This design comes from an exercise in tuning for a short achievable clock period and few clock cycles per item on the open sky130 flow, not from production work. Where RTL was checked, it was by simulation tests only, not by an equivalence proof against the original. No functional check of the RTL was part of run 1. Power figures rest on the tool's default switching activity, not on a simulated workload.

==> flow/design.v (outline; a module is shown in full before it is edited, if it fits) <==
// module chk_unit: 39 lines
// module chk_feedpre: 332 lines
// module chk_engine: 347 lines
// module chk_block: 391 lines
module chk_block (
    input  wire        clk,
    input  wire        rst,          
    input  wire        flr,          
    input  wire        req_valid,
    output wire        req_ready,
    input  wire        req_write,
    input  wire        req_host,     
    input  wire [7:0]  req_addr,
    input  wire [31:0] req_wdata,
    output reg         rsp_valid,
    output reg  [31:0] rsp_rdata
);
  // ...
==> flow/flow/run.sh <==
#!/bin/bash
# Standard synthesis, then the standard layout with timing repair aiming
# well below the clock period (the SDC is unchanged).
set -e
bash standard.sh synth > synth.log 2>&1
bash standard.sh SETUP_SLACK_MARGIN=9.5 finish > layout.log 2>&1
==> flow/standard.sh <==
#!/bin/bash
# synth_recipe.tcl (not shown) runs the flow's synth.tcl, then flattens the netlist and writes it again
# the make line also repeats each setting of config.mk as NAME=value (left out here)
make -C /OpenROAD-flow-scripts/flow DESIGN_CONFIG=/design/flow/config.mk WORK_HOME=/design/flow/orfs CLKGATE_MAP_FILE= SYNTH_SCRIPT=/design/flow/synth_recipe.tcl "${@:-finish}"
==> flow/config.mk <==
export PLATFORM = sky130hd
export DESIGN_NAME = chk_block
export DESIGN_NICKNAME = chk_block
export VERILOG_FILES = /design/flow/design.v
export SDC_FILE = /design/flow/constraint.sdc
export NUM_CORES = 8
export LEC_CHECK = 0
export ABC_CLOCK_PERIOD_IN_PS = 2000
export CAP_MARGIN = 20
export CORE_MARGIN = 2
export CORE_UTILIZATION = 55
export PLACE_DENSITY = 0.65
export SLEW_MARGIN = 20
==> flow/constraint.sdc <==
create_clock -name core_clock -period 13.0 [get_ports {clk}]
set_input_delay 2.6000 -clock core_clock [delete_from_list [all_inputs] [get_ports {clk}]]
set_output_delay 2.6000 -clock core_clock [all_outputs]
set_load 0.01 [all_outputs]
==> flow_summary_export.csv, run 1 <==
group,metric,value,unit
pwr,clock_power,5070,uW
final_layout,sh_seq_area,27.3,%
worst_setup_path,regToRegSetupSlack,8.81,ns
worst_setup_path,crit_end,"y2p0_1[10]",
clock_network,cts_buffers,166,
worst_setup_path,slowest_delay,0.54,ns
synthesis,yosysUniqueCellTypes,122,
worst_hold_path,holdPathStages,0,
floorplanning,coreArea,169000,sq um
global_routing,grt_max_degree,218,
global_routing,antenna_found_initial,34,
final_layout,seq_cell_count,1586,
pwr,powerDensity,146,nW/um^2
sta,slew_viol_final,0,
synthesis,netlist_top_cells_count,"nand2_1 (2408), dfxtp_1 (1586), xnor2_1 (1395)",
outcome,status,"complete, no violations",
synthesis,syn_area_per_cell,8.16,sq um
worst_setup_path,regToRegEndpoint,"y2p0_1[10]",
final_layout,multi_input_area_share,55.1,%
worst_setup_path,cp-start-kind,"register",
final_layout,final_cells,14200,
worst_setup_path,cp_max_fo,13,
placed_design,postPlaceCellArea,96900,sq um
global_routing,grt.overflow.total,0,
worst_setup_path,critPathRequiredTime,13.72,ns
pwr,pwr-share-seq,31.8,%
drt,first_pass_iters,10,
final_layout,final_common_cell,"nand2_1",
synthesis,netlist_area,94000,sq um
drt,wirelength,467000,um
worst_hold_path,min_from,"rr2[1]",
pwr,p_int,10700,uW
final_layout,multi_input_cells,8746,
final_layout,multi_input_area,64700,sq um
pwr,p_clk_share,29.5,%
floorplanning,start_util,55.4,%
final_layout,n_all_buffers,1055,
synthesis,synth.area.top_cells,"dfxtp_1 (34%), xnor2_1 (13%), nand2_1 (9.6%), a21oi_1 (5.4%), xor2_1 (4.5%)",
placed_design,place_ws,6.81,ns
worst_setup_path,cpMaxStageDelayCell,"xnor2_1",
worst_setup_path,worstPathArrival,4.91,ns
pwr,vdd_drop_max,0.154,mV
final_layout,final_cell_mix,"nand2_1 (2367), dfxtp_1 (1450), xnor2_1 (1223), a21oi_1 (949), buf_4 (690)",
==> module chk_feedpre, before the edit <==
module chk_feedpre (
    input  wire [31:0] d,
    input  wire        n1,          
    input  wire        n2,          
    input  wire        n4,          
    output wire [7:0]  d8,          
    output wire [15:0] d16,
    output wire [31:0] d32,
    output wire [31:0] d32c,
    output wire [15:0] y1p0,        
    output wire [15:0] y2p0,        
    output wire [15:0] y1p1,        
    output wire [15:0] y2p1,
    output wire [7:0]  hb0,         
    output wire [7:0]  hb1          
);
    function [15:0] rotl1;
        input [15:0] a;
        rotl1 = {a[14:0], a[15]};
    endfunction
    function [15:0] madd;
        input [15:0] a;
        input [15:0] b;
        reg [16:0] t0;
        reg [16:0] t1;
        begin
            t0 = {1'b0, a} + {1'b0, b};
            t1 = {1'b0, a} + {1'b0, b} + 17'd1;
            madd = t1[16] ? t1[15:0] : t0[15:0];
        end
    endfunction
    function [15:0] maj;
        input [15:0] a;
        input [15:0] b;
        input [15:0] e;
        maj = (a & b) | (a & e) | (b & e);
    endfunction
    wire [7:0] bc8_1;    
    assign bc8_1[0] = ((d[0] ^ d[6]) ^ d[7]);
    assign bc8_1[1] = ((d[0] ^ d[1]) ^ d[6]);
    assign bc8_1[2] = ((d[0] ^ d[1]) ^ (d[2] ^ d[6]));
    assign bc8_1[3] = ((d[1] ^ d[2]) ^ (d[3] ^ d[7]));
    assign bc8_1[4] = ((d[2] ^ d[3]) ^ d[4]);
    assign bc8_1[5] = ((d[3] ^ d[4]) ^ d[5]);
    assign bc8_1[6] = ((d[4] ^ d[5]) ^ d[6]);
    assign bc8_1[7] = ((d[5] ^ d[6]) ^ d[7]);
    wire [7:0] bc8_2;    
    assign bc8_2[0] = (((d[0] ^ d[4]) ^ (d[6] ^ d[8])) ^ (d[14] ^ d[15]));
    assign bc8_2[1] = (((d[1] ^ d[4]) ^ (d[5] ^ d[6])) ^ ((d[7] ^ d[8]) ^ (d[9] ^ d[14])));
    assign bc8_2[2] = ((((d[0] ^ d[2]) ^ (d[4] ^ d[5])) ^ ((d[7] ^ d[8]) ^ (d[9] ^ d[10]))) ^ d[14]);
    assign bc8_2[3] = (((d[1] ^ d[3]) ^ (d[5] ^ d[6])) ^ ((d[9] ^ d[10]) ^ (d[11] ^ d[15])));
    assign bc8_2[4] = (((d[0] ^ d[2]) ^ (d[4] ^ d[6])) ^ ((d[7] ^ d[10]) ^ (d[11] ^ d[12])));
    assign bc8_2[5] = (((d[1] ^ d[3]) ^ (d[5] ^ d[7])) ^ ((d[11] ^ d[12]) ^ d[13]));
    assign bc8_2[6] = (((d[2] ^ d[4]) ^ (d[6] ^ d[12])) ^ (d[13] ^ d[14]));
    assign bc8_2[7] = (((d[3] ^ d[5]) ^ (d[7] ^ d[13])) ^ (d[14] ^ d[15]));
    wire [7:0] bc8_4;    
    assign bc8_4[0] = ((((d[4] ^ d[6]) ^ (d[7] ^ d[8])) ^ ((d[10] ^ d[11]) ^ (d[13] ^ d[15]))) ^ (((d[16] ^ d[20]) ^ (d[22] ^ d[24])) ^ (d[30] ^ d[31])));
    assign bc8_4[1] = (((((d[0] ^ d[4]) ^ (d[5] ^ d[6])) ^ ((d[8] ^ d[9]) ^ (d[10] ^ d[12]))) ^ (((d[13] ^ d[14]) ^ (d[15] ^ d[17])) ^ ((d[20] ^ d[21]) ^ (d[22] ^ d[23])))) ^ ((d[24] ^ d[25]) ^ d[30]));
    assign bc8_4[2] = ((((d[0] ^ d[1]) ^ (d[4] ^ d[5])) ^ ((d[9] ^ d[14]) ^ (d[16] ^ d[18]))) ^ (((d[20] ^ d[21]) ^ (d[23] ^ d[24])) ^ ((d[25] ^ d[26]) ^ d[30])));
    assign bc8_4[3] = ((((d[1] ^ d[2]) ^ (d[5] ^ d[6])) ^ ((d[8] ^ d[10]) ^ (d[15] ^ d[17]))) ^ (((d[19] ^ d[21]) ^ (d[22] ^ d[25])) ^ ((d[26] ^ d[27]) ^ d[31])));
    assign bc8_4[4] = ((((d[0] ^ d[2]) ^ (d[3] ^ d[6])) ^ ((d[7] ^ d[9]) ^ (d[11] ^ d[16]))) ^ (((d[18] ^ d[20]) ^ (d[22] ^ d[23])) ^ ((d[26] ^ d[27]) ^ d[28])));
    assign bc8_4[5] = ((((d[1] ^ d[3]) ^ (d[4] ^ d[7])) ^ ((d[8] ^ d[10]) ^ (d[12] ^ d[17]))) ^ (((d[19] ^ d[21]) ^ (d[23] ^ d[27])) ^ (d[28] ^ d[29])));
    assign bc8_4[6] = ((((d[2] ^ d[4]) ^ (d[5] ^ d[8])) ^ ((d[9] ^ d[11]) ^ (d[13] ^ d[18]))) ^ (((d[20] ^ d[22]) ^ (d[28] ^ d[29])) ^ d[30]));
    assign bc8_4[7] = ((((d[3] ^ d[5]) ^ (d[6] ^ d[9])) ^ ((d[10] ^ d[12]) ^ (d[14] ^ d[19]))) ^ (((d[21] ^ d[23]) ^ (d[29] ^ d[30])) ^ d[31]));
    wire [15:0] bc16_1;    
    assign bc16_1[0] = (d[0] ^ d[4]);
    assign bc16_1[1] = (d[1] ^ d[5]);
    assign bc16_1[2] = (d[2] ^ d[6]);
    assign bc16_1[3] = (d[3] ^ d[7]);
    assign bc16_1[4] = d[4];
    assign bc16_1[5] = ((d[0] ^ d[4]) ^ d[5]);
    assign bc16_1[6] = ((d[1] ^ d[5]) ^ d[6]);
    assign bc16_1[7] = ((d[2] ^ d[6]) ^ d[7]);
    assign bc16_1[8] = (d[3] ^ d[7]);
    assign bc16_1[9] = d[4];
    assign bc16_1[10] = d[5];
    assign bc16_1[11] = d[6];
    assign bc16_1[12] = ((d[0] ^ d[4]) ^ d[7]);
    assign bc16_1[13] = (d[1] ^ d[5]);
    assign bc16_1[14] = (d[2] ^ d[6]);
    assign bc16_1[15] = (d[3] ^ d[7]);
    wire [15:0] bc16_2;    
    assign bc16_2[0] = (((d[0] ^ d[3]) ^ (d[4] ^ d[8])) ^ d[12]);
    assign bc16_2[1] = (((d[1] ^ d[4]) ^ (d[5] ^ d[9])) ^ d[13]);
    assign bc16_2[2] = (((d[2] ^ d[5]) ^ (d[6] ^ d[10])) ^ d[14]);
    assign bc16_2[3] = (((d[3] ^ d[6]) ^ (d[7] ^ d[11])) ^ d[15]);
    assign bc16_2[4] = ((d[0] ^ d[4]) ^ (d[7] ^ d[12]));
    assign bc16_2[5] = (((d[0] ^ d[1]) ^ (d[3] ^ d[4])) ^ ((d[5] ^ d[8]) ^ (d[12] ^ d[13])));
    assign bc16_2[6] = (((d[1] ^ d[2]) ^ (d[4] ^ d[5])) ^ ((d[6] ^ d[9]) ^ (d[13] ^ d[14])));
    assign bc16_2[7] = (((d[2] ^ d[3]) ^ (d[5] ^ d[6])) ^ ((d[7] ^ d[10]) ^ (d[14] ^ d[15])));
    assign bc16_2[8] = (((d[0] ^ d[3]) ^ (d[4] ^ d[6])) ^ ((d[7] ^ d[11]) ^ d[15]));
    assign bc16_2[9] = (((d[0] ^ d[1]) ^ (d[4] ^ d[5])) ^ (d[7] ^ d[12]));
    assign bc16_2[10] = (((d[1] ^ d[2]) ^ (d[5] ^ d[6])) ^ d[13]);
    assign bc16_2[11] = (((d[2] ^ d[3]) ^ (d[6] ^ d[7])) ^ d[14]);
    assign bc16_2[12] = (((d[0] ^ d[7]) ^ (d[8] ^ d[12])) ^ d[15]);
    assign bc16_2[13] = ((d[0] ^ d[1]) ^ (d[9] ^ d[13]));
    assign bc16_2[14] = ((d[1] ^ d[2]) ^ (d[10] ^ d[14]));
    assign bc16_2[15] = ((d[2] ^ d[3]) ^ (d[11] ^ d[15]));
    wire [15:0] bc16_4;    
    assign bc16_4[0] = ((((d[2] ^ d[3]) ^ (d[4] ^ d[11])) ^ ((d[12] ^ d[14]) ^ (d[16] ^ d[19]))) ^ ((d[20] ^ d[24]) ^ d[28]));
    assign bc16_4[1] = ((((d[3] ^ d[4]) ^ (d[5] ^ d[12])) ^ ((d[13] ^ d[15]) ^ (d[17] ^ d[20]))) ^ ((d[21] ^ d[25]) ^ d[29]));
    assign bc16_4[2] = ((((d[0] ^ d[4]) ^ (d[5] ^ d[6])) ^ ((d[13] ^ d[14]) ^ (d[18] ^ d[21]))) ^ ((d[22] ^ d[26]) ^ d[30]));
    assign bc16_4[3] = ((((d[1] ^ d[5]) ^ (d[6] ^ d[7])) ^ ((d[14] ^ d[15]) ^ (d[19] ^ d[22]))) ^ ((d[23] ^ d[27]) ^ d[31]));
    assign bc16_4[4] = ((((d[0] ^ d[2]) ^ (d[6] ^ d[7])) ^ ((d[8] ^ d[15]) ^ (d[16] ^ d[20]))) ^ (d[23] ^ d[28]));
    assign bc16_4[5] = (((((d[0] ^ d[1]) ^ (d[2] ^ d[4])) ^ ((d[7] ^ d[8]) ^ (d[9] ^ d[11]))) ^ (((d[12] ^ d[14]) ^ (d[16] ^ d[17])) ^ ((d[19] ^ d[20]) ^ (d[21] ^ d[24])))) ^ (d[28] ^ d[29]));
    assign bc16_4[6] = (((((d[1] ^ d[2]) ^ (d[3] ^ d[5])) ^ ((d[9] ^ d[10]) ^ (d[12] ^ d[13]))) ^ (((d[15] ^ d[17]) ^ (d[18] ^ d[20])) ^ ((d[21] ^ d[22]) ^ (d[25] ^ d[29])))) ^ d[30]);
    assign bc16_4[7] = (((((d[0] ^ d[2]) ^ (d[3] ^ d[4])) ^ ((d[6] ^ d[10]) ^ (d[11] ^ d[13]))) ^ (((d[14] ^ d[18]) ^ (d[19] ^ d[21])) ^ ((d[22] ^ d[23]) ^ (d[26] ^ d[30])))) ^ d[31]);
    assign bc16_4[8] = (((((d[1] ^ d[3]) ^ (d[4] ^ d[5])) ^ ((d[7] ^ d[8]) ^ (d[11] ^ d[12]))) ^ (((d[14] ^ d[15]) ^ (d[16] ^ d[19])) ^ ((d[20] ^ d[22]) ^ (d[23] ^ d[27])))) ^ d[31]);
    assign bc16_4[9] = ((((d[0] ^ d[2]) ^ (d[4] ^ d[5])) ^ ((d[6] ^ d[8]) ^ (d[9] ^ d[12]))) ^ (((d[13] ^ d[15]) ^ (d[16] ^ d[17])) ^ ((d[20] ^ d[21]) ^ (d[23] ^ d[28]))));
    assign bc16_4[10] = ((((d[0] ^ d[1]) ^ (d[3] ^ d[5])) ^ ((d[6] ^ d[7]) ^ (d[8] ^ d[9]))) ^ (((d[10] ^ d[13]) ^ (d[14] ^ d[17])) ^ ((d[18] ^ d[21]) ^ (d[22] ^ d[29]))));
    assign bc16_4[11] = ((((d[1] ^ d[2]) ^ (d[4] ^ d[6])) ^ ((d[7] ^ d[9]) ^ (d[10] ^ d[11]))) ^ (((d[14] ^ d[15]) ^ (d[18] ^ d[19])) ^ ((d[22] ^ d[23]) ^ d[30])));
    assign bc16_4[12] = ((((d[0] ^ d[4]) ^ (d[5] ^ d[7])) ^ ((d[8] ^ d[10]) ^ (d[14] ^ d[15]))) ^ (((d[16] ^ d[23]) ^ (d[24] ^ d[28])) ^ d[31]));
    assign bc16_4[13] = ((((d[0] ^ d[1]) ^ (d[5] ^ d[6])) ^ ((d[8] ^ d[9]) ^ (d[11] ^ d[15]))) ^ ((d[16] ^ d[17]) ^ (d[25] ^ d[29])));
    assign bc16_4[14] = ((((d[0] ^ d[1]) ^ (d[2] ^ d[6])) ^ ((d[7] ^ d[9]) ^ (d[10] ^ d[12]))) ^ ((d[17] ^ d[18]) ^ (d[26] ^ d[30])));
    assign bc16_4[15] = ((((d[1] ^ d[2]) ^ (d[3] ^ d[7])) ^ ((d[10] ^ d[11]) ^ (d[13] ^ d[18]))) ^ ((d[19] ^ d[27]) ^ d[31]));
    wire [31:0] bc32_1;    
    assign bc32_1[0] = d[2];
    assign bc32_1[1] = (d[0] ^ d[3]);
    assign bc32_1[2] = ((d[0] ^ d[1]) ^ d[4]);
    assign bc32_1[3] = ((d[1] ^ d[2]) ^ d[5]);
    assign bc32_1[4] = ((d[0] ^ d[2]) ^ (d[3] ^ d[6]));
    assign bc32_1[5] = ((d[1] ^ d[3]) ^ (d[4] ^ d[7]));
    assign bc32_1[6] = (d[4] ^ d[5]);
    assign bc32_1[7] = ((d[0] ^ d[5]) ^ d[6]);
    assign bc32_1[8] = ((d[1] ^ d[6]) ^ d[7]);
    assign bc32_1[9] = d[7];
    assign bc32_1[10] = d[2];
    assign bc32_1[11] = d[3];
    assign bc32_1[12] = (d[0] ^ d[4]);
    assign bc32_1[13] = ((d[0] ^ d[1]) ^ d[5]);
    assign bc32_1[14] = ((d[1] ^ d[2]) ^ d[6]);
    assign bc32_1[15] = ((d[2] ^ d[3]) ^ d[7]);
    assign bc32_1[16] = ((d[0] ^ d[2]) ^ (d[3] ^ d[4]));
    assign bc32_1[17] = (((d[0] ^ d[1]) ^ (d[3] ^ d[4])) ^ d[5]);
    assign bc32_1[18] = (((d[0] ^ d[1]) ^ (d[2] ^ d[4])) ^ (d[5] ^ d[6]));
    assign bc32_1[19] = (((d[1] ^ d[2]) ^ (d[3] ^ d[5])) ^ (d[6] ^ d[7]));
    assign bc32_1[20] = ((d[3] ^ d[4]) ^ (d[6] ^ d[7]));
    assign bc32_1[21] = ((d[2] ^ d[4]) ^ (d[5] ^ d[7]));
    assign bc32_1[22] = ((d[2] ^ d[3]) ^ (d[5] ^ d[6]));
    assign bc32_1[23] = ((d[3] ^ d[4]) ^ (d[6] ^ d[7]));
    assign bc32_1[24] = (((d[0] ^ d[2]) ^ (d[4] ^ d[5])) ^ d[7]);
    assign bc32_1[25] = (((d[0] ^ d[1]) ^ (d[2] ^ d[3])) ^ (d[5] ^ d[6]));
    assign bc32_1[26] = (((d[0] ^ d[1]) ^ (d[2] ^ d[3])) ^ ((d[4] ^ d[6]) ^ d[7]));
    assign bc32_1[27] = (((d[1] ^ d[3]) ^ (d[4] ^ d[5])) ^ d[7]);
    assign bc32_1[28] = ((d[0] ^ d[4]) ^ (d[5] ^ d[6]));
    assign bc32_1[29] = (((d[0] ^ d[1]) ^ (d[5] ^ d[6])) ^ d[7]);
    assign bc32_1[30] = ((d[0] ^ d[1]) ^ (d[6] ^ d[7]));
    assign bc32_1[31] = (d[1] ^ d[7]);
    wire [31:0] bc32_2;    
    assign bc32_2[0] = (((d[0] ^ d[4]) ^ (d[6] ^ d[7])) ^ d[10]);
    assign bc32_2[1] = (((d[1] ^ d[5]) ^ (d[7] ^ d[8])) ^ d[11]);
    assign bc32_2[2] = (((d[2] ^ d[6]) ^ (d[8] ^ d[9])) ^ d[12]);
    assign bc32_2[3] = (((d[3] ^ d[7]) ^ (d[9] ^ d[10])) ^ d[13]);
    assign bc32_2[4] = (((d[4] ^ d[8]) ^ (d[10] ^ d[11])) ^ d[14]);
    assign bc32_2[5] = (((d[5] ^ d[9]) ^ (d[11] ^ d[12])) ^ d[15]);
    assign bc32_2[6] = (((d[0] ^ d[4]) ^ (d[7] ^ d[12])) ^ d[13]);
    assign bc32_2[7] = (((d[1] ^ d[5]) ^ (d[8] ^ d[13])) ^ d[14]);
    assign bc32_2[8] = (((d[0] ^ d[2]) ^ (d[6] ^ d[9])) ^ (d[14] ^ d[15]));
    assign bc32_2[9] = (((d[1] ^ d[3]) ^ (d[4] ^ d[6])) ^ d[15]);
    assign bc32_2[10] = ((d[2] ^ d[5]) ^ (d[6] ^ d[10]));
    assign bc32_2[11] = ((d[3] ^ d[6]) ^ (d[7] ^ d[11]));
    assign bc32_2[12] = (((d[0] ^ d[4]) ^ (d[7] ^ d[8])) ^ d[12]);
    assign bc32_2[13] = (((d[0] ^ d[1]) ^ (d[5] ^ d[8])) ^ (d[9] ^ d[13]));
    assign bc32_2[14] = (((d[1] ^ d[2]) ^ (d[6] ^ d[9])) ^ (d[10] ^ d[14]));
    assign bc32_2[15] = (((d[2] ^ d[3]) ^ (d[7] ^ d[10])) ^ (d[11] ^ d[15]));
    assign bc32_2[16] = (((d[0] ^ d[3]) ^ (d[6] ^ d[7])) ^ ((d[8] ^ d[10]) ^ (d[11] ^ d[12])));
    assign bc32_2[17] = ((((d[0] ^ d[1]) ^ (d[4] ^ d[7])) ^ ((d[8] ^ d[9]) ^ (d[11] ^ d[12]))) ^ d[13]);
    assign bc32_2[18] = ((((d[1] ^ d[2]) ^ (d[5] ^ d[8])) ^ ((d[9] ^ d[10]) ^ (d[12] ^ d[13]))) ^ d[14]);
    assign bc32_2[19] = ((((d[0] ^ d[2]) ^ (d[3] ^ d[6])) ^ ((d[9] ^ d[10]) ^ (d[11] ^ d[13]))) ^ (d[14] ^ d[15]));
    assign bc32_2[20] = (((d[0] ^ d[1]) ^ (d[3] ^ d[6])) ^ ((d[11] ^ d[12]) ^ (d[14] ^ d[15])));
    assign bc32_2[21] = (((d[1] ^ d[2]) ^ (d[6] ^ d[10])) ^ ((d[12] ^ d[13]) ^ d[15]));
    assign bc32_2[22] = (((d[2] ^ d[3]) ^ (d[4] ^ d[6])) ^ ((d[10] ^ d[11]) ^ (d[13] ^ d[14])));
    assign bc32_2[23] = (((d[3] ^ d[4]) ^ (d[5] ^ d[7])) ^ ((d[11] ^ d[12]) ^ (d[14] ^ d[15])));
    assign bc32_2[24] = (((d[0] ^ d[5]) ^ (d[7] ^ d[8])) ^ ((d[10] ^ d[12]) ^ (d[13] ^ d[15])));
    assign bc32_2[25] = ((((d[1] ^ d[4]) ^ (d[7] ^ d[8])) ^ ((d[9] ^ d[10]) ^ (d[11] ^ d[13]))) ^ d[14]);
    assign bc32_2[26] = ((((d[2] ^ d[5]) ^ (d[8] ^ d[9])) ^ ((d[10] ^ d[11]) ^ (d[12] ^ d[14]))) ^ d[15]);
    assign bc32_2[27] = ((((d[0] ^ d[3]) ^ (d[4] ^ d[7])) ^ ((d[9] ^ d[11]) ^ (d[12] ^ d[13]))) ^ d[15]);
    assign bc32_2[28] = ((((d[0] ^ d[1]) ^ (d[5] ^ d[6])) ^ ((d[7] ^ d[8]) ^ (d[12] ^ d[13]))) ^ d[14]);
    assign bc32_2[29] = ((((d[1] ^ d[2]) ^ (d[6] ^ d[7])) ^ ((d[8] ^ d[9]) ^ (d[13] ^ d[14]))) ^ d[15]);
    assign bc32_2[30] = (((d[2] ^ d[3]) ^ (d[4] ^ d[6])) ^ ((d[8] ^ d[9]) ^ (d[14] ^ d[15])));
    assign bc32_2[31] = (((d[3] ^ d[5]) ^ (d[6] ^ d[9])) ^ d[15]);
    wire [31:0] bc32_4;    
    assign bc32_4[0] = ((((d[0] ^ d[1]) ^ (d[2] ^ d[3])) ^ ((d[4] ^ d[6]) ^ (d[7] ^ d[8]))) ^ (((d[16] ^ d[20]) ^ (d[22] ^ d[23])) ^ d[26]));
    assign bc32_4[1] = ((((d[1] ^ d[2]) ^ (d[3] ^ d[4])) ^ ((d[5] ^ d[7]) ^ (d[8] ^ d[9]))) ^ (((d[17] ^ d[21]) ^ (d[23] ^ d[24])) ^ d[27]));
    assign bc32_4[2] = ((((d[0] ^ d[2]) ^ (d[3] ^ d[4])) ^ ((d[5] ^ d[6]) ^ (d[8] ^ d[9]))) ^ (((d[10] ^ d[18]) ^ (d[22] ^ d[24])) ^ (d[25] ^ d[28])));
    assign bc32_4[3] = ((((d[1] ^ d[3]) ^ (d[4] ^ d[5])) ^ ((d[6] ^ d[7]) ^ (d[9] ^ d[10]))) ^ (((d[11] ^ d[19]) ^ (d[23] ^ d[25])) ^ (d[26] ^ d[29])));
    assign bc32_4[4] = ((((d[2] ^ d[4]) ^ (d[5] ^ d[6])) ^ ((d[7] ^ d[8]) ^ (d[10] ^ d[11]))) ^ (((d[12] ^ d[20]) ^ (d[24] ^ d[26])) ^ (d[27] ^ d[30])));
    assign bc32_4[5] = ((((d[0] ^ d[3]) ^ (d[5] ^ d[6])) ^ ((d[7] ^ d[8]) ^ (d[9] ^ d[11]))) ^ (((d[12] ^ d[13]) ^ (d[21] ^ d[25])) ^ ((d[27] ^ d[28]) ^ d[31])));
    assign bc32_4[6] = ((((d[0] ^ d[2]) ^ (d[3] ^ d[9])) ^ ((d[10] ^ d[12]) ^ (d[13] ^ d[14]))) ^ (((d[16] ^ d[20]) ^ (d[23] ^ d[28])) ^ d[29]));
    assign bc32_4[7] = ((((d[1] ^ d[3]) ^ (d[4] ^ d[10])) ^ ((d[11] ^ d[13]) ^ (d[14] ^ d[15]))) ^ (((d[17] ^ d[21]) ^ (d[24] ^ d[29])) ^ d[30]));
    assign bc32_4[8] = ((((d[0] ^ d[2]) ^ (d[4] ^ d[5])) ^ ((d[11] ^ d[12]) ^ (d[14] ^ d[15]))) ^ (((d[16] ^ d[18]) ^ (d[22] ^ d[25])) ^ (d[30] ^ d[31])));
    assign bc32_4[9] = ((((d[0] ^ d[2]) ^ (d[4] ^ d[5])) ^ ((d[7] ^ d[8]) ^ (d[12] ^ d[13]))) ^ (((d[15] ^ d[17]) ^ (d[19] ^ d[20])) ^ (d[22] ^ d[31])));
    assign bc32_4[10] = ((((d[0] ^ d[2]) ^ (d[4] ^ d[5])) ^ ((d[7] ^ d[9]) ^ (d[13] ^ d[14]))) ^ ((d[18] ^ d[21]) ^ (d[22] ^ d[26])));
    assign bc32_4[11] = ((((d[1] ^ d[3]) ^ (d[5] ^ d[6])) ^ ((d[8] ^ d[10]) ^ (d[14] ^ d[15]))) ^ ((d[19] ^ d[22]) ^ (d[23] ^ d[27])));
    assign bc32_4[12] = ((((d[2] ^ d[4]) ^ (d[6] ^ d[7])) ^ ((d[9] ^ d[11]) ^ (d[15] ^ d[16]))) ^ ((d[20] ^ d[23]) ^ (d[24] ^ d[28])));
    assign bc32_4[13] = ((((d[0] ^ d[3]) ^ (d[5] ^ d[7])) ^ ((d[8] ^ d[10]) ^ (d[12] ^ d[16]))) ^ (((d[17] ^ d[21]) ^ (d[24] ^ d[25])) ^ d[29]));
    assign bc32_4[14] = ((((d[0] ^ d[1]) ^ (d[4] ^ d[6])) ^ ((d[8] ^ d[9]) ^ (d[11] ^ d[13]))) ^ (((d[17] ^ d[18]) ^ (d[22] ^ d[25])) ^ (d[26] ^ d[30])));
    assign bc32_4[15] = ((((d[1] ^ d[2]) ^ (d[5] ^ d[7])) ^ ((d[9] ^ d[10]) ^ (d[12] ^ d[14]))) ^ (((d[18] ^ d[19]) ^ (d[23] ^ d[26])) ^ (d[27] ^ d[31])));
    assign bc32_4[16] = ((((d[1] ^ d[4]) ^ (d[7] ^ d[10])) ^ ((d[11] ^ d[13]) ^ (d[15] ^ d[16]))) ^ (((d[19] ^ d[22]) ^ (d[23] ^ d[24])) ^ ((d[26] ^ d[27]) ^ d[28])));
    assign bc32_4[17] = ((((d[2] ^ d[5]) ^ (d[8] ^ d[11])) ^ ((d[12] ^ d[14]) ^ (d[16] ^ d[17]))) ^ (((d[20] ^ d[23]) ^ (d[24] ^ d[25])) ^ ((d[27] ^ d[28]) ^ d[29])));
    assign bc32_4[18] = ((((d[0] ^ d[3]) ^ (d[6] ^ d[9])) ^ ((d[12] ^ d[13]) ^ (d[15] ^ d[17]))) ^ (((d[18] ^ d[21]) ^ (d[24] ^ d[25])) ^ ((d[26] ^ d[28]) ^ (d[29] ^ d[30]))));
    assign bc32_4[19] = (((((d[0] ^ d[1]) ^ (d[4] ^ d[7])) ^ ((d[10] ^ d[13]) ^ (d[14] ^ d[16]))) ^ (((d[18] ^ d[19]) ^ (d[22] ^ d[25])) ^ ((d[26] ^ d[27]) ^ (d[29] ^ d[30])))) ^ d[31]);
    assign bc32_4[20] = (((((d[0] ^ d[3]) ^ (d[4] ^ d[5])) ^ ((d[6] ^ d[7]) ^ (d[11] ^ d[14]))) ^ (((d[15] ^ d[16]) ^ (d[17] ^ d[19])) ^ ((d[22] ^ d[27]) ^ (d[28] ^ d[30])))) ^ d[31]);
    assign bc32_4[21] = ((((d[0] ^ d[2]) ^ (d[3] ^ d[5])) ^ ((d[12] ^ d[15]) ^ (d[17] ^ d[18]))) ^ (((d[22] ^ d[26]) ^ (d[28] ^ d[29])) ^ d[31]));
    assign bc32_4[22] = ((((d[2] ^ d[7]) ^ (d[8] ^ d[13])) ^ ((d[18] ^ d[19]) ^ (d[20] ^ d[22]))) ^ ((d[26] ^ d[27]) ^ (d[29] ^ d[30])));
    assign bc32_4[23] = ((((d[0] ^ d[3]) ^ (d[8] ^ d[9])) ^ ((d[14] ^ d[19]) ^ (d[20] ^ d[21]))) ^ (((d[23] ^ d[27]) ^ (d[28] ^ d[30])) ^ d[31]));
    assign bc32_4[24] = ((((d[2] ^ d[3]) ^ (d[6] ^ d[7])) ^ ((d[8] ^ d[9]) ^ (d[10] ^ d[15]))) ^ (((d[16] ^ d[21]) ^ (d[23] ^ d[24])) ^ ((d[26] ^ d[28]) ^ (d[29] ^ d[31]))));
    assign bc32_4[25] = ((((d[1] ^ d[2]) ^ (d[6] ^ d[9])) ^ ((d[10] ^ d[11]) ^ (d[17] ^ d[20]))) ^ (((d[23] ^ d[24]) ^ (d[25] ^ d[26])) ^ ((d[27] ^ d[29]) ^ d[30])));
    assign bc32_4[26] = ((((d[2] ^ d[3]) ^ (d[7] ^ d[10])) ^ ((d[11] ^ d[12]) ^ (d[18] ^ d[21]))) ^ (((d[24] ^ d[25]) ^ (d[26] ^ d[27])) ^ ((d[28] ^ d[30]) ^ d[31])));
    assign bc32_4[27] = (((((d[0] ^ d[1]) ^ (d[2] ^ d[6])) ^ ((d[7] ^ d[11]) ^ (d[12] ^ d[13]))) ^ (((d[16] ^ d[19]) ^ (d[20] ^ d[23])) ^ ((d[25] ^ d[27]) ^ (d[28] ^ d[29])))) ^ d[31]);
    assign bc32_4[28] = ((((d[0] ^ d[4]) ^ (d[6] ^ d[12])) ^ ((d[13] ^ d[14]) ^ (d[16] ^ d[17]))) ^ (((d[21] ^ d[22]) ^ (d[23] ^ d[24])) ^ ((d[28] ^ d[29]) ^ d[30])));
    assign bc32_4[29] = ((((d[0] ^ d[1]) ^ (d[5] ^ d[7])) ^ ((d[13] ^ d[14]) ^ (d[15] ^ d[17]))) ^ (((d[18] ^ d[22]) ^ (d[23] ^ d[24])) ^ ((d[25] ^ d[29]) ^ (d[30] ^ d[31]))));
    assign bc32_4[30] = ((((d[3] ^ d[4]) ^ (d[7] ^ d[14])) ^ ((d[15] ^ d[18]) ^ (d[19] ^ d[20]))) ^ (((d[22] ^ d[24]) ^ (d[25] ^ d[30])) ^ d[31]));
    assign bc32_4[31] = ((((d[0] ^ d[1]) ^ (d[2] ^ d[3])) ^ ((d[5] ^ d[6]) ^ (d[7] ^ d[15]))) ^ (((d[19] ^ d[21]) ^ (d[22] ^ d[25])) ^ d[31]));
    wire [31:0] bcc_1;    
    assign bcc_1[0] = (((d[0] ^ d[1]) ^ (d[2] ^ d[3])) ^ d[4]);
    assign bcc_1[1] = (((d[0] ^ d[1]) ^ (d[2] ^ d[3])) ^ (d[4] ^ d[5]));
    assign bcc_1[2] = (((d[1] ^ d[2]) ^ (d[3] ^ d[4])) ^ (d[5] ^ d[6]));
    assign bcc_1[3] = (((d[2] ^ d[3]) ^ (d[4] ^ d[5])) ^ (d[6] ^ d[7]));
    assign bcc_1[4] = (((d[1] ^ d[2]) ^ (d[5] ^ d[6])) ^ d[7]);
    assign bcc_1[5] = ((d[1] ^ d[4]) ^ (d[6] ^ d[7]));
    assign bcc_1[6] = (((d[1] ^ d[3]) ^ (d[4] ^ d[5])) ^ d[7]);
    assign bcc_1[7] = ((d[1] ^ d[3]) ^ (d[5] ^ d[6]));
    assign bcc_1[8] = (((d[0] ^ d[2]) ^ (d[4] ^ d[6])) ^ d[7]);
    assign bcc_1[9] = (((d[0] ^ d[2]) ^ (d[4] ^ d[5])) ^ d[7]);
    assign bcc_1[10] = ((d[2] ^ d[4]) ^ (d[5] ^ d[6]));
    assign bcc_1[11] = ((d[3] ^ d[5]) ^ (d[6] ^ d[7]));
    assign bcc_1[12] = (((d[1] ^ d[2]) ^ (d[3] ^ d[6])) ^ d[7]);
    assign bcc_1[13] = (d[1] ^ d[7]);
    assign bcc_1[14] = ((d[1] ^ d[3]) ^ d[4]);
    assign bcc_1[15] = ((d[0] ^ d[2]) ^ (d[4] ^ d[5]));
    assign bcc_1[16] = (((d[0] ^ d[1]) ^ (d[3] ^ d[5])) ^ d[6]);
    assign bcc_1[17] = (((d[0] ^ d[1]) ^ (d[2] ^ d[4])) ^ (d[6] ^ d[7]));
    assign bcc_1[18] = ((d[4] ^ d[5]) ^ d[7]);
    assign bcc_1[19] = (((d[0] ^ d[1]) ^ (d[2] ^ d[3])) ^ ((d[4] ^ d[5]) ^ d[6]));
    assign bcc_1[20] = (((d[1] ^ d[2]) ^ (d[3] ^ d[4])) ^ ((d[5] ^ d[6]) ^ d[7]));
    assign bcc_1[21] = (((d[0] ^ d[1]) ^ (d[5] ^ d[6])) ^ d[7]);
    assign bcc_1[22] = (((d[0] ^ d[3]) ^ (d[4] ^ d[6])) ^ d[7]);
    assign bcc_1[23] = ((d[2] ^ d[3]) ^ (d[5] ^ d[7]));
    assign bcc_1[24] = ((d[1] ^ d[2]) ^ d[6]);
    assign bcc_1[25] = ((d[0] ^ d[2]) ^ (d[3] ^ d[7]));
    assign bcc_1[26] = d[2];
    assign bcc_1[27] = d[3];
    assign bcc_1[28] = (d[0] ^ d[4]);
    assign bcc_1[29] = ((d[0] ^ d[1]) ^ d[5]);
    assign bcc_1[30] = ((d[0] ^ d[1]) ^ (d[2] ^ d[6]));
    assign bcc_1[31] = (((d[0] ^ d[1]) ^ (d[2] ^ d[3])) ^ d[7]);
    wire [31:0] bcc_2;    
    assign bcc_2[0] = (((d[0] ^ d[4]) ^ (d[7] ^ d[8])) ^ ((d[9] ^ d[10]) ^ (d[11] ^ d[12])));
    assign bcc_2[1] = ((((d[0] ^ d[1]) ^ (d[5] ^ d[8])) ^ ((d[9] ^ d[10]) ^ (d[11] ^ d[12]))) ^ d[13]);
    assign bcc_2[2] = ((((d[0] ^ d[1]) ^ (d[2] ^ d[6])) ^ ((d[9] ^ d[10]) ^ (d[11] ^ d[12]))) ^ (d[13] ^ d[14]));
    assign bcc_2[3] = ((((d[1] ^ d[2]) ^ (d[3] ^ d[7])) ^ ((d[10] ^ d[11]) ^ (d[12] ^ d[13]))) ^ (d[14] ^ d[15]));
    assign bcc_2[4] = ((((d[0] ^ d[2]) ^ (d[3] ^ d[7])) ^ ((d[9] ^ d[10]) ^ (d[13] ^ d[14]))) ^ d[15]);
    assign bcc_2[5] = (((d[0] ^ d[1]) ^ (d[3] ^ d[7])) ^ ((d[9] ^ d[12]) ^ (d[14] ^ d[15])));
    assign bcc_2[6] = ((((d[0] ^ d[1]) ^ (d[2] ^ d[7])) ^ ((d[9] ^ d[11]) ^ (d[12] ^ d[13]))) ^ d[15]);
    assign bcc_2[7] = ((((d[1] ^ d[2]) ^ (d[3] ^ d[4])) ^ ((d[7] ^ d[9]) ^ (d[11] ^ d[13]))) ^ d[14]);
    assign bcc_2[8] = ((((d[2] ^ d[3]) ^ (d[4] ^ d[5])) ^ ((d[8] ^ d[10]) ^ (d[12] ^ d[14]))) ^ d[15]);
    assign bcc_2[9] = ((((d[3] ^ d[5]) ^ (d[6] ^ d[7])) ^ ((d[8] ^ d[10]) ^ (d[12] ^ d[13]))) ^ d[15]);
    assign bcc_2[10] = (((d[6] ^ d[10]) ^ (d[12] ^ d[13])) ^ d[14]);
    assign bcc_2[11] = (((d[0] ^ d[7]) ^ (d[11] ^ d[13])) ^ (d[14] ^ d[15]));
    assign bcc_2[12] = ((((d[0] ^ d[1]) ^ (d[4] ^ d[7])) ^ ((d[9] ^ d[10]) ^ (d[11] ^ d[14]))) ^ d[15]);
    assign bcc_2[13] = (((d[1] ^ d[2]) ^ (d[4] ^ d[5])) ^ ((d[7] ^ d[9]) ^ d[15]));
    assign bcc_2[14] = ((((d[2] ^ d[3]) ^ (d[4] ^ d[5])) ^ ((d[6] ^ d[7]) ^ (d[9] ^ d[11]))) ^ d[12]);
    assign bcc_2[15] = ((((d[0] ^ d[3]) ^ (d[4] ^ d[5])) ^ ((d[6] ^ d[7]) ^ (d[8] ^ d[10]))) ^ (d[12] ^ d[13]));
    assign bcc_2[16] = ((((d[1] ^ d[4]) ^ (d[5] ^ d[6])) ^ ((d[7] ^ d[8]) ^ (d[9] ^ d[11]))) ^ (d[13] ^ d[14]));
    assign bcc_2[17] = ((((d[0] ^ d[2]) ^ (d[5] ^ d[6])) ^ ((d[7] ^ d[8]) ^ (d[9] ^ d[10]))) ^ ((d[12] ^ d[14]) ^ d[15]));
    assign bcc_2[18] = (((d[1] ^ d[3]) ^ (d[4] ^ d[6])) ^ ((d[12] ^ d[13]) ^ d[15]));
    assign bcc_2[19] = ((((d[2] ^ d[5]) ^ (d[8] ^ d[9])) ^ ((d[10] ^ d[11]) ^ (d[12] ^ d[13]))) ^ d[14]);
    assign bcc_2[20] = ((((d[3] ^ d[6]) ^ (d[9] ^ d[10])) ^ ((d[11] ^ d[12]) ^ (d[13] ^ d[14]))) ^ d[15]);
    assign bcc_2[21] = (((d[0] ^ d[8]) ^ (d[9] ^ d[13])) ^ (d[14] ^ d[15]));
    assign bcc_2[22] = (((d[1] ^ d[4]) ^ (d[7] ^ d[8])) ^ ((d[11] ^ d[12]) ^ (d[14] ^ d[15])));
    assign bcc_2[23] = ((((d[0] ^ d[2]) ^ (d[4] ^ d[5])) ^ ((d[7] ^ d[10]) ^ (d[11] ^ d[13]))) ^ d[15]);
    assign bcc_2[24] = ((((d[0] ^ d[1]) ^ (d[3] ^ d[4])) ^ ((d[5] ^ d[6]) ^ (d[7] ^ d[9]))) ^ (d[10] ^ d[14]));
    assign bcc_2[25] = ((((d[0] ^ d[1]) ^ (d[2] ^ d[4])) ^ ((d[5] ^ d[6]) ^ (d[7] ^ d[8]))) ^ ((d[10] ^ d[11]) ^ d[15]));
    assign bcc_2[26] = (((d[1] ^ d[2]) ^ (d[3] ^ d[4])) ^ ((d[5] ^ d[6]) ^ d[10]));
    assign bcc_2[27] = (((d[2] ^ d[3]) ^ (d[4] ^ d[5])) ^ ((d[6] ^ d[7]) ^ d[11]));
    assign bcc_2[28] = (((d[0] ^ d[3]) ^ (d[4] ^ d[5])) ^ ((d[6] ^ d[7]) ^ (d[8] ^ d[12])));
    assign bcc_2[29] = (((d[1] ^ d[4]) ^ (d[5] ^ d[6])) ^ ((d[7] ^ d[8]) ^ (d[9] ^ d[13])));
    assign bcc_2[30] = (((d[2] ^ d[5]) ^ (d[6] ^ d[7])) ^ ((d[8] ^ d[9]) ^ (d[10] ^ d[14])));
    assign bcc_2[31] = (((d[3] ^ d[6]) ^ (d[7] ^ d[8])) ^ ((d[9] ^ d[10]) ^ (d[11] ^ d[15])));
    wire [31:0] bcc_4;    
    assign bcc_4[0] = (((((d[1] ^ d[2]) ^ (d[4] ^ d[5])) ^ ((d[6] ^ d[7]) ^ (d[9] ^ d[11]))) ^ (((d[14] ^ d[15]) ^ (d[16] ^ d[20])) ^ ((d[23] ^ d[24]) ^ (d[25] ^ d[26])))) ^ (d[27] ^ d[28]));
    assign bcc_4[1] = (((((d[2] ^ d[3]) ^ (d[5] ^ d[6])) ^ ((d[7] ^ d[8]) ^ (d[10] ^ d[12]))) ^ (((d[15] ^ d[16]) ^ (d[17] ^ d[21])) ^ ((d[24] ^ d[25]) ^ (d[26] ^ d[27])))) ^ (d[28] ^ d[29]));
    assign bcc_4[2] = (((((d[3] ^ d[4]) ^ (d[6] ^ d[7])) ^ ((d[8] ^ d[9]) ^ (d[11] ^ d[13]))) ^ (((d[16] ^ d[17]) ^ (d[18] ^ d[22])) ^ ((d[25] ^ d[26]) ^ (d[27] ^ d[28])))) ^ (d[29] ^ d[30]));
    assign bcc_4[3] = (((((d[0] ^ d[4]) ^ (d[5] ^ d[7])) ^ ((d[8] ^ d[9]) ^ (d[10] ^ d[12]))) ^ (((d[14] ^ d[17]) ^ (d[18] ^ d[19])) ^ ((d[23] ^ d[26]) ^ (d[27] ^ d[28])))) ^ ((d[29] ^ d[30]) ^ d[31]));
    assign bcc_4[4] = (((((d[0] ^ d[2]) ^ (d[4] ^ d[7])) ^ ((d[8] ^ d[10]) ^ (d[13] ^ d[14]))) ^ (((d[16] ^ d[18]) ^ (d[19] ^ d[23])) ^ ((d[25] ^ d[26]) ^ (d[29] ^ d[30])))) ^ d[31]);
    assign bcc_4[5] = ((((d[0] ^ d[2]) ^ (d[3] ^ d[4])) ^ ((d[6] ^ d[7]) ^ (d[8] ^ d[16]))) ^ (((d[17] ^ d[19]) ^ (d[23] ^ d[25])) ^ ((d[28] ^ d[30]) ^ d[31])));
    assign bcc_4[6] = ((((d[2] ^ d[3]) ^ (d[6] ^ d[8])) ^ ((d[11] ^ d[14]) ^ (d[15] ^ d[16]))) ^ (((d[17] ^ d[18]) ^ (d[23] ^ d[25])) ^ ((d[27] ^ d[28]) ^ (d[29] ^ d[31]))));
    assign bcc_4[7] = (((((d[0] ^ d[1]) ^ (d[2] ^ d[3])) ^ ((d[5] ^ d[6]) ^ (d[11] ^ d[12]))) ^ (((d[14] ^ d[17]) ^ (d[18] ^ d[19])) ^ ((d[20] ^ d[23]) ^ (d[25] ^ d[27])))) ^ (d[29] ^ d[30]));
    assign bcc_4[8] = (((((d[1] ^ d[2]) ^ (d[3] ^ d[4])) ^ ((d[6] ^ d[7]) ^ (d[12] ^ d[13]))) ^ (((d[15] ^ d[18]) ^ (d[19] ^ d[20])) ^ ((d[21] ^ d[24]) ^ (d[26] ^ d[28])))) ^ (d[30] ^ d[31]));
    assign bcc_4[9] = (((((d[0] ^ d[1]) ^ (d[3] ^ d[6])) ^ ((d[8] ^ d[9]) ^ (d[11] ^ d[13]))) ^ (((d[15] ^ d[19]) ^ (d[21] ^ d[22])) ^ ((d[23] ^ d[24]) ^ (d[26] ^ d[28])))) ^ (d[29] ^ d[31]));
    assign bcc_4[10] = ((((d[5] ^ d[6]) ^ (d[10] ^ d[11])) ^ ((d[12] ^ d[15]) ^ (d[22] ^ d[26]))) ^ ((d[28] ^ d[29]) ^ d[30]));
    assign bcc_4[11] = ((((d[0] ^ d[6]) ^ (d[7] ^ d[11])) ^ ((d[12] ^ d[13]) ^ (d[16] ^ d[23]))) ^ ((d[27] ^ d[29]) ^ (d[30] ^ d[31])));
    assign bcc_4[12] = (((((d[2] ^ d[4]) ^ (d[5] ^ d[6])) ^ ((d[8] ^ d[9]) ^ (d[11] ^ d[12]))) ^ (((d[13] ^ d[15]) ^ (d[16] ^ d[17])) ^ ((d[20] ^ d[23]) ^ (d[25] ^ d[26])))) ^ ((d[27] ^ d[30]) ^ d[31]));
    assign bcc_4[13] = (((((d[0] ^ d[1]) ^ (d[2] ^ d[3])) ^ ((d[4] ^ d[10]) ^ (d[11] ^ d[12]))) ^ (((d[13] ^ d[15]) ^ (d[17] ^ d[18])) ^ ((d[20] ^ d[21]) ^ (d[23] ^ d[25])))) ^ d[31]);
    assign bcc_4[14] = ((((d[3] ^ d[6]) ^ (d[7] ^ d[9])) ^ ((d[12] ^ d[13]) ^ (d[15] ^ d[18]))) ^ (((d[19] ^ d[20]) ^ (d[21] ^ d[22])) ^ ((d[23] ^ d[25]) ^ (d[27] ^ d[28]))));
    assign bcc_4[15] = (((((d[0] ^ d[4]) ^ (d[7] ^ d[8])) ^ ((d[10] ^ d[13]) ^ (d[14] ^ d[16]))) ^ (((d[19] ^ d[20]) ^ (d[21] ^ d[22])) ^ ((d[23] ^ d[24]) ^ (d[26] ^ d[28])))) ^ d[29]);
    assign bcc_4[16] = (((((d[0] ^ d[1]) ^ (d[5] ^ d[8])) ^ ((d[9] ^ d[11]) ^ (d[14] ^ d[15]))) ^ (((d[17] ^ d[20]) ^ (d[21] ^ d[22])) ^ ((d[23] ^ d[24]) ^ (d[25] ^ d[27])))) ^ (d[29] ^ d[30]));
    assign bcc_4[17] = (((((d[1] ^ d[2]) ^ (d[6] ^ d[9])) ^ ((d[10] ^ d[12]) ^ (d[15] ^ d[16]))) ^ (((d[18] ^ d[21]) ^ (d[22] ^ d[23])) ^ ((d[24] ^ d[25]) ^ (d[26] ^ d[28])))) ^ (d[30] ^ d[31]));
    assign bcc_4[18] = (((((d[0] ^ d[1]) ^ (d[3] ^ d[4])) ^ ((d[5] ^ d[6]) ^ (d[9] ^ d[10]))) ^ (((d[13] ^ d[14]) ^ (d[15] ^ d[17])) ^ ((d[19] ^ d[20]) ^ (d[22] ^ d[28])))) ^ (d[29] ^ d[31]));
    assign bcc_4[19] = ((((d[9] ^ d[10]) ^ (d[18] ^ d[21])) ^ ((d[24] ^ d[25]) ^ (d[26] ^ d[27]))) ^ ((d[28] ^ d[29]) ^ d[30]));
    assign bcc_4[20] = ((((d[10] ^ d[11]) ^ (d[19] ^ d[22])) ^ ((d[25] ^ d[26]) ^ (d[27] ^ d[28]))) ^ ((d[29] ^ d[30]) ^ d[31]));
    assign bcc_4[21] = ((((d[1] ^ d[2]) ^ (d[4] ^ d[5])) ^ ((d[6] ^ d[7]) ^ (d[9] ^ d[12]))) ^ (((d[14] ^ d[15]) ^ (d[16] ^ d[24])) ^ ((d[25] ^ d[29]) ^ (d[30] ^ d[31]))));
    assign bcc_4[22] = (((((d[0] ^ d[1]) ^ (d[3] ^ d[4])) ^ ((d[8] ^ d[9]) ^ (d[10] ^ d[11]))) ^ (((d[13] ^ d[14]) ^ (d[17] ^ d[20])) ^ ((d[23] ^ d[24]) ^ (d[27] ^ d[28])))) ^ (d[30] ^ d[31]));
    assign bcc_4[23] = ((((d[6] ^ d[7]) ^ (d[10] ^ d[12])) ^ ((d[16] ^ d[18]) ^ (d[20] ^ d[21]))) ^ (((d[23] ^ d[26]) ^ (d[27] ^ d[29])) ^ d[31]));
    assign bcc_4[24] = (((((d[0] ^ d[1]) ^ (d[2] ^ d[4])) ^ ((d[5] ^ d[6]) ^ (d[8] ^ d[9]))) ^ (((d[13] ^ d[14]) ^ (d[15] ^ d[16])) ^ ((d[17] ^ d[19]) ^ (d[20] ^ d[21])))) ^ (((d[22] ^ d[23]) ^ (d[25] ^ d[26])) ^ d[30]));
    assign bcc_4[25] = (((((d[1] ^ d[2]) ^ (d[3] ^ d[5])) ^ ((d[6] ^ d[7]) ^ (d[9] ^ d[10]))) ^ (((d[14] ^ d[15]) ^ (d[16] ^ d[17])) ^ ((d[18] ^ d[20]) ^ (d[21] ^ d[22])))) ^ (((d[23] ^ d[24]) ^ (d[26] ^ d[27])) ^ d[31]));
    assign bcc_4[26] = ((((d[0] ^ d[1]) ^ (d[3] ^ d[5])) ^ ((d[8] ^ d[9]) ^ (d[10] ^ d[14]))) ^ (((d[17] ^ d[18]) ^ (d[19] ^ d[20])) ^ ((d[21] ^ d[22]) ^ d[26])));
    assign bcc_4[27] = ((((d[0] ^ d[1]) ^ (d[2] ^ d[4])) ^ ((d[6] ^ d[9]) ^ (d[10] ^ d[11]))) ^ (((d[15] ^ d[18]) ^ (d[19] ^ d[20])) ^ ((d[21] ^ d[22]) ^ (d[23] ^ d[27]))));
    assign bcc_4[28] = (((((d[0] ^ d[1]) ^ (d[2] ^ d[3])) ^ ((d[5] ^ d[7]) ^ (d[10] ^ d[11]))) ^ (((d[12] ^ d[16]) ^ (d[19] ^ d[20])) ^ ((d[21] ^ d[22]) ^ (d[23] ^ d[24])))) ^ d[28]);
    assign bcc_4[29] = (((((d[1] ^ d[2]) ^ (d[3] ^ d[4])) ^ ((d[6] ^ d[8]) ^ (d[11] ^ d[12]))) ^ (((d[13] ^ d[17]) ^ (d[20] ^ d[21])) ^ ((d[22] ^ d[23]) ^ (d[24] ^ d[25])))) ^ d[29]);
    assign bcc_4[30] = (((((d[0] ^ d[2]) ^ (d[3] ^ d[4])) ^ ((d[5] ^ d[7]) ^ (d[9] ^ d[12]))) ^ (((d[13] ^ d[14]) ^ (d[18] ^ d[21])) ^ ((d[22] ^ d[23]) ^ (d[24] ^ d[25])))) ^ (d[26] ^ d[30]));
    assign bcc_4[31] = (((((d[0] ^ d[1]) ^ (d[3] ^ d[4])) ^ ((d[5] ^ d[6]) ^ (d[8] ^ d[10]))) ^ (((d[13] ^ d[14]) ^ (d[15] ^ d[19])) ^ ((d[22] ^ d[23]) ^ (d[24] ^ d[25])))) ^ ((d[26] ^ d[27]) ^ d[31]));
    assign d8   = n1 ? bc8_1  : n2 ? bc8_2  : bc8_4;
    assign d16  = n1 ? bc16_1 : n2 ? bc16_2 : bc16_4;
    assign d32  = n1 ? bc32_1 : n2 ? bc32_2 : bc32_4;
    assign d32c = n1 ? bcc_1  : n2 ? bcc_2  : bcc_4;
    wire [7:0] b0 = d[7:0];
    wire [7:0] b1 = d[15:8];
    wire [7:0] b2 = d[23:16];
    wire [7:0] b3 = d[31:24];
    wire [15:0] w0 = {b1, b0};
    wire [15:0] w1 = {b3, b2};
    assign y1p0 = n2 ? w0 : madd(w0, w1);
    assign y2p0 = n2 ? w0 : madd(rotl1(w0), w1);
    wire [15:0] u0 = {b0, 8'h00};
    wire [15:0] u1 = {b2, b1};
    assign y1p1 = n4 ? madd(u0, u1) : u0;
    assign y2p1 = n4 ? madd(rotl1(u0), u1) : u0;
    assign hb0 = n4 ? b2 : b0;
    assign hb1 = n2 ? b1 : b3;
endmodule
==> run 2: changes to the inputs <==
--- a/flow/design.v
+++ b/flow/design.v
@@ -62,10 +62,31 @@
         input [15:0] b;
-        reg [16:0] t0;
-        reg [16:0] t1;
+        reg [15:0] g, p, gg, pp, gn, pn;
+        reg        cin;
+        integer i, d;
         begin
-            t0 = {1'b0, a} + {1'b0, b};
-            t1 = {1'b0, a} + {1'b0, b} + 17'd1;
-            madd = t1[16] ? t1[15:0] : t0[15:0];
+            g = a & b;
+            p = a ^ b;
+            gg = g;
+            pp = p;
+            for (d = 1; d < 16; d = d * 2) begin
+                gn = gg;
+                pn = pp;
+                for (i = d; i < 16; i = i + 1) begin
+                    gn[i] = gg[i] | (pp[i] & gg[i - d]);
+                    pn[i] = pp[i] & pp[i - d];
+                end
+                gg = gn;
+                pp = pn;
+            end
+            cin = gg[15] | pp[15];
+            madd[0] = p[0] ^ cin;
+            for (i = 1; i < 16; i = i + 1)
+                madd[i] = p[i] ^ (gg[i - 1] | (pp[i - 1] & cin));
         end
     endfunction
+    function [15:0] madd_c;
+        input [15:0] a;
+        input [15:0] b;
+        madd_c = madd(a, b) & {16{~&(a & b)}};
+    endfunction
     function [15:0] maj;
@@ -398,10 +419,31 @@
         input [15:0] b;
-        reg [16:0] t0;
-        reg [16:0] t1;
+        reg [15:0] g, p, gg, pp, gn, pn;
+        reg        cin;
+        integer i, d;
         begin
-            t0 = {1'b0, a} + {1'b0, b};
-            t1 = {1'b0, a} + {1'b0, b} + 17'd1;
-            madd = t1[16] ? t1[15:0] : t0[15:0];
+            g = a & b;
+            p = a ^ b;
+            gg = g;
+            pp = p;
+            for (d = 1; d < 16; d = d * 2) begin
+                gn = gg;
+                pn = pp;
+                for (i = d; i < 16; i = i + 1) begin
+                    gn[i] = gg[i] | (pp[i] & gg[i - d]);
+                    pn[i] = pp[i] & pp[i - d];
+                end
+                gg = gn;
+                pp = pn;
+            end
+            cin = gg[15] | pp[15];
+            madd[0] = p[0] ^ cin;
+            for (i = 1; i < 16; i = i + 1)
+                madd[i] = p[i] ^ (gg[i - 1] | (pp[i - 1] & cin));
         end
     endfunction
+    function [15:0] madd_c;
+        input [15:0] a;
+        input [15:0] b;
+        madd_c = madd(a, b) & {16{~&(a & b)}};
+    endfunction
     function [15:0] maj;
@@ -713,3 +755,3 @@
     wire [15:0] f2c = rotl1(maj(ha, hb, gd));
-    wire [31:0] red = {madd(v2, c2), madd(v1, c1)};
+    wire [31:0] red = {madd_c(v2, c2), madd_c(v1, c1)};
     assign n_v = (kv & v) | ({32{s_fl}} & {f2v, f1v}) | ({32{s_red}} & red) |
@@ -738,10 +780,31 @@
         input [15:0] b;
-        reg [16:0] t0;
-        reg [16:0] t1;
+        reg [15:0] g, p, gg, pp, gn, pn;
+        reg        cin;
+        integer i, d;
         begin
-            t0 = {1'b0, a} + {1'b0, b};
-            t1 = {1'b0, a} + {1'b0, b} + 17'd1;
-            madd = t1[16] ? t1[15:0] : t0[15:0];
+            g = a & b;
+            p = a ^ b;
+            gg = g;
+            pp = p;
+            for (d = 1; d < 16; d = d * 2) begin
+                gn = gg;
+                pn = pp;
+                for (i = d; i < 16; i = i + 1) begin
+                    gn[i] = gg[i] | (pp[i] & gg[i - d]);
+                    pn[i] = pp[i] & pp[i - d];
+                end
+                gg = gn;
+                pp = pn;
+            end
+            cin = gg[15] | pp[15];
+            madd[0] = p[0] ^ cin;
+            for (i = 1; i < 16; i = i + 1)
+                madd[i] = p[i] ^ (gg[i - 1] | (pp[i - 1] & cin));
         end
     endfunction
+    function [15:0] madd_c;
+        input [15:0] a;
+        input [15:0] b;
+        madd_c = madd(a, b) & {16{~&(a & b)}};
+    endfunction
     function [15:0] maj;
@@ -847,3 +910,6 @@
     reg [7:0]  a_aux2;
-    reg [31:0] a_cnt2;
+    reg [31:0] cnt2;                 
+    reg        ci2, cf2, cw2;        
+    reg [2:0]  cn2;                  
+    reg [31:0] cwd2;                 
     reg [31:0] cv2, cc2;             
@@ -874,24 +940,21 @@
     reg [7:0]  s_aux;
-    reg [31:0] s_cnt;
     reg [31:0] o_v, o_c;             
+    reg [31:0] o_cnt;                
     always @(*) begin
         if (zap) begin
-            s_alg = 3'd2; s_pend = 1'b0; s_aux = 8'h00; s_cnt = 32'd0;
-            s_red = 1'b0;
+            s_alg = 3'd2; s_pend = 1'b0; s_aux = 8'h00; s_red = 1'b0;
         end else if (fwd1) begin
-            s_alg = a_alg2; s_pend = a_pend2; s_aux = a_aux2; s_cnt = a_cnt2;
-            s_red = a_red2;
+            s_alg = a_alg2; s_pend = a_pend2; s_aux = a_aux2; s_red = a_red2;
         end else if (fwd2) begin
-            s_alg = l_alg; s_pend = l_pend; s_aux = l_aux; s_cnt = l_cnt;
-            s_red = l_red;
+            s_alg = l_alg; s_pend = l_pend; s_aux = l_aux; s_red = l_red;
         end else begin
             s_alg = u_alg[u1]; s_pend = u_pend[u1]; s_aux = u_aux[u1];
-            s_cnt = u_cnt[u1]; s_red = u_red[u1];
+            s_red = u_red[u1];
         end
         if (zap) begin
-            o_v = 32'hFFFF_FFFF; o_c = 32'd0;
+            o_v = 32'hFFFF_FFFF; o_c = 32'd0; o_cnt = 32'd0;
         end else if (fwd2) begin
-            o_v = l_v; o_c = l_c;
+            o_v = l_v; o_c = l_c; o_cnt = l_cnt;
         end else begin
-            o_v = u_v[u1]; o_c = u_c[u1];
+            o_v = u_v[u1]; o_c = u_c[u1]; o_cnt = u_cnt[u1];
         end
@@ -970,5 +1033,7 @@
                    k_aux1 ? wd1[7:0] : s_aux;
-        a_cnt2  <= init ? 32'd0 :
-                   k_feed1 ? s_cnt + {29'd0, nsz} :
-                   k_count1 ? wd1 : s_cnt;
+        ci2     <= init;
+        cf2     <= k_feed1;
+        cw2     <= k_count1;
+        cn2     <= nsz;
+        cwd2    <= wd1;
         a_red2  <= (init || k_ctrl1 || k_state1) ? 1'b0 :
@@ -998,5 +1063,9 @@
     );
+    wire [31:0] e_cnt = ci2 ? 32'd0 :
+                        cf2 ? cnt2 + {29'd0, cn2} :
+                        cw2 ? cwd2 : cnt2;
     always @(posedge clk) begin
-        cv2 <= fwd1 ? e_v : o_v;
-        cc2 <= fwd1 ? e_c : o_c;
+        cv2  <= fwd1 ? e_v : o_v;
+        cc2  <= fwd1 ? e_c : o_c;
+        cnt2 <= fwd1 ? e_cnt : o_cnt;
     end
@@ -1048,3 +1117,3 @@
         l_aux  <= a_aux2;
-        l_cnt  <= a_cnt2;
+        l_cnt  <= e_cnt;
         l_v    <= e_v;
@@ -1071,5 +1140,5 @@
     endgenerate
-    wire [31:0] plain = l_red ? {madd(l_v[31:16], l_c[31:16]),
-                                 madd(l_v[15:0], l_c[15:0])} : l_v;
-    wire [31:0] q_fl  = {madd(l_r2v, l_r2c), madd(l_r1v, l_r1c)};
+    wire [31:0] plain = l_red ? {madd_c(l_v[31:16], l_c[31:16]),
+                                 madd_c(l_v[15:0], l_c[15:0])} : l_v;
+    wire [31:0] q_fl  = {madd_c(l_r2v, l_r2c), madd_c(l_r1v, l_r1c)};
     reg [31:0] result;
==> run 2 against run 1 <==
Compared with the run above: fmax rose by 5.8%; critical path type is now reg -> out; die area fell by 4.0%; count of clock-buffer cells in the layout fell by 6; critical path depth fell by 16; flip-flop and latch count rose by 35; sequential share of layout area rose by 4.5 points; cell count fell by 9.7%; synthesized area fell by 4.1%; synthesized cell count fell by 6.8%; critical endpoint is now rsp_rdata[30]; design area fell by 13%; first-iteration DRC count fell by 13%; via count fell by 11%.
==> flow_summary_export.csv, run 2 <==
group,metric,value,unit
outcome,status,"complete, no violations",
synthesis,synth_edf_count,0,
worst_setup_path,path_cells,"buf_6",
worst_setup_path,cp_max_fo,1,
placed_design,dp_cells,12400,
synthesis,ys_async_sr_fraction,0,%
drt,wirelength,415000,um
global_routing,grt_max_degree,81,
drt,drc,0,
floorplanning,die_h,409,um
drt,detail_route.wl_per_cell,32.3,um
final_layout,drive_gt1_share,12.8,%
global_routing,first_global_vias,79400,
synthesis,synth_compound_area_share,17.6,%
synthesis,netlist_top_cells_count,"nand2_1 (2054), dfxtp_1 (1621), xnor2_1 (1277)",
global_routing,grt.overflow.total,0,
global_routing,grt_use_met1,61.8,%
synthesis,syn_area_per_cell,8.40,sq um
run,maxCapViolCount,0,
pwr,vdd_drop_max,0.163,mV
clock_network,cts_sinks,1621,
global_routing,gr-usage-met3,18.1,%
clock_network,path_clk_slew,0.07,ns
synthesis,syn_inst,10700,
clock_network,cts_buffers,166,
pwr,p_leak,0.0381,uW
sta,setup_viol,0,
floorplanning,placementRows,148,
synthesis,synth_top_family_by_area,"XOR/XNOR gates",
worst_setup_path,path_delay_family,"flip-flops",
clock_network,clockBufferDepth,3,
clock_network,insertion_delay,0.86,ns
synthesis,synth_top_area_share,36.0,%
worst_setup_path,cp-start-kind,"register",
synthesis,synth-xor-area-share,17.7,%
drt,via_count,85200,
sta,fmax,0.252,GHz
worst_setup_path,slowest_delay,0.39,ns
clock_network,cts_tree,"done",
synthesis,synth_warnings,4,
synthesis,ys_ff_latch,1621,
synthesis,synthSimpleGateAreaFrac,14.2,%
sta,finalCritPeriodShare,30.5,%
synthesis,yosys-mux-area-fraction,4.12,%
worst_setup_path,worst-path-buf-inv,1,
sta,finalHoldViolations,0,
synthesis,synth_seq_area_share,36.0,%
worst_setup_path,path_depth,1,
synthesis,yosysMostFrequentCell,"nand2_1",
clock_network,holdBufCountCts,0,
drt,via_per_inst,6.65,
drt,first_pass_iters,17,
floorplanning,start_util,55.4,%
sta,maxSlewHeadroom,15.0,%
synthesis,yosysTopAreaCell,"dfxtp_1",
synthesis,netlist_area,90100,sq um
sta,period_minus_slack,3.96,ns
final_layout,final_cells,12800,
placed_design,dp_hpwl,282000,um
worst_setup_path,reg2regPathDepth,10,
placed_design,place_congestion,1.07,
global_routing,antenna_found_initial,19,
worst_setup_path,path_class,"reg -> out",
final_layout,layout.nets,10900,
drt,drt_iter0_markers,14600,
sta,worst_slew_pin_slew,1.27,ns
final_layout,utilization,63.1,%
synthesis,synth_fa_ha_area_share,5.47,%
sta,slew_viol_final,0,
sta,skew,0.0687,ns
clock_network,cts-root-buf,"clkbuf_16",
worst_setup_path,worstPathArrival,1.36,ns
worst_setup_path,cpMaxStageDelayCell,"dfxtp_4",
worst_setup_path,endpoint_kind,"output pin",
clock_network,cts.htree.levels,4,
floorplanning,coreArea,163000,sq um
floorplanning,ioPinCount,80,
global_routing,met2_usage,66.5,%
sta,rsz0062_at_grt,"yes",
final_layout,reg_top3,"u.unit.c x256, u.unit.cnt x256, u.unit.v x256",
placed_design,numPortBuffers,78,
worst_setup_path,critPathRequiredTime,10.40,ns
synthesis,yosysUniqueCellTypes,94,
final_layout,final_common_cell,"nand2_1",
pwr,powerDensity,157,nW/um^2
drt,final_antenna_net_count,0,
global_routing,busiest_layer,"met2",
synthesis,synth.area.top_cells,"dfxtp_1 (36%), xnor2_1 (12%), nand2_1 (8.6%), a21oi_1 (5.9%), xor2_1 (4.1%)",
worst_hold_path,holdPathStages,0,
final_layout,final_cell_mix,"nand2_1 (2045), dfxtp_1 (1502), xnor2_1 (1211), a21oi_1 (1051), nor2_1 (484)",
pwr,p_total,16100,uW
placed_design,postPlaceCellArea,92600,sq um
final_layout,synthToLayoutAreaGrowth,14.0,%
floorplanning,die_x,409,um
synthesis,synthFlopType,"dfxtp_1",
synthesis,synth_fp_nets,11100,
global_routing,grt_pass1_wl,579000,um
floorplanning,die_area,167000,sq um
sta,setup-tns-final,0,ns
global_routing,grt_util_all_layers,47.5,%
worst_hold_path,hold_path.class,"reg -> reg",
final_layout,final_cell_area,103000,sq um
==> run 2: changes by cell type in the layout (fill, tap and decap cells not counted), moves of 52 or more <==
cell	delta
buf_6	-91
a21oi_1	+102
nor2_1	+82
buf_4	-426
xnor2_2	-68
o211ai_1	+62
a211o_1	+70
dfxtp_1	+52
nand3b_1	-80
nand3_1	-115
o21ai_0	+53
nand2_1	-322
==> run 2: through the flow <==
step                      setup WS (ns)  hold WS (ns)
after global placement             7.45         0.311
after detailed placement           7.51         0.314
final                              9.04         0.317
after CTS                          9.03         0.314
after global routing               9.05         0.331
after floorplan                    9.51         0.310
==> run 2: worst paths after layout <==
check             endpoint          start  slack, ns
min reg2reg       l_alg[1]      a_alg2[1]       0.32
min               l_alg[1]      a_alg2[1]       0.32
max          rsp_rdata[30]  rsp_rdata[30]       9.04
max reg2reg         cv2[2]        cv2[24]       9.37
==> run 2: routing by layer <==
metal,vias to the layer above,routed length [um],part of all wire [%]
li1,36000,-,-
met1,40900,155000,37
met2,6815,167000,40
met3,1564,62600,15
met4,14,30100,7.3
met5,-,80,0.019
==> run 2: timing repair <==
action / 4_1_cts / 5_1_grt
pin swaps: 32 / 51
gates cloned: 10 / 7
setup buffers: 53 / 62
endpoints found under the setup margin: 533 / 331
resized for setup: 563 / 266
==> run 2: worst register-to-register path, delay by kind of cell, from the launching register on <==
family                 cells  cell delay, ns
XOR/XNOR                   5            1.76
AO/OA/AOI/OAI              3            0.98
flip-flops                 1            0.33
buffers and inverters      1            0.27
AND/OR/NAND/NOR            1            0.21
==> run 2: layout make-up <==
type / instances / area [sq um]
flip-flops and latches: 1621 / 32700
well taps: 2175 / 2720
diodes: 8 / 20.0
clock inverters: 65 / 857
fillers: 13600 / 60000
repair buffers: 452 / 4800
clock buffers: 234 / 4820
inverters: 286 / 1150
multi-input cells: 7983 / 55700
repair inverters: 1 / 8.76
==> run 2: logic make-up (layout without fill, tap and decap cells) <==
group	after synthesis	after routing
buffers and inverters	1127	1038
multiplexers	288	288
XOR/XNOR	1751	1751
AND/OR/NAND/NOR	3085	3088
other	1	9
AO/OA/AOI/OAI	2544	2544
adder cells (fa/ha/maj)	311	311
flip-flops	1621	1621
==> run 2: where the power goes <==
part | switching, uW | internal, uW
combinational | 3390 | 2160
sequential | 295 | 5280
clock | 2160 | 2810
Testbench counts of run 2, summed over its fixed seeds: cycles 4,740, bytes 12,977.

Re-timed with assumed drivers on the ports (clkbuf_16 on the clock, buf_2 on other inputs), run 2 has 8.953 ns of setup slack against 9.039 ns with ideal ports, and 9.368 ns once port delays also move by the mid clock arrival of 0.910 ns.
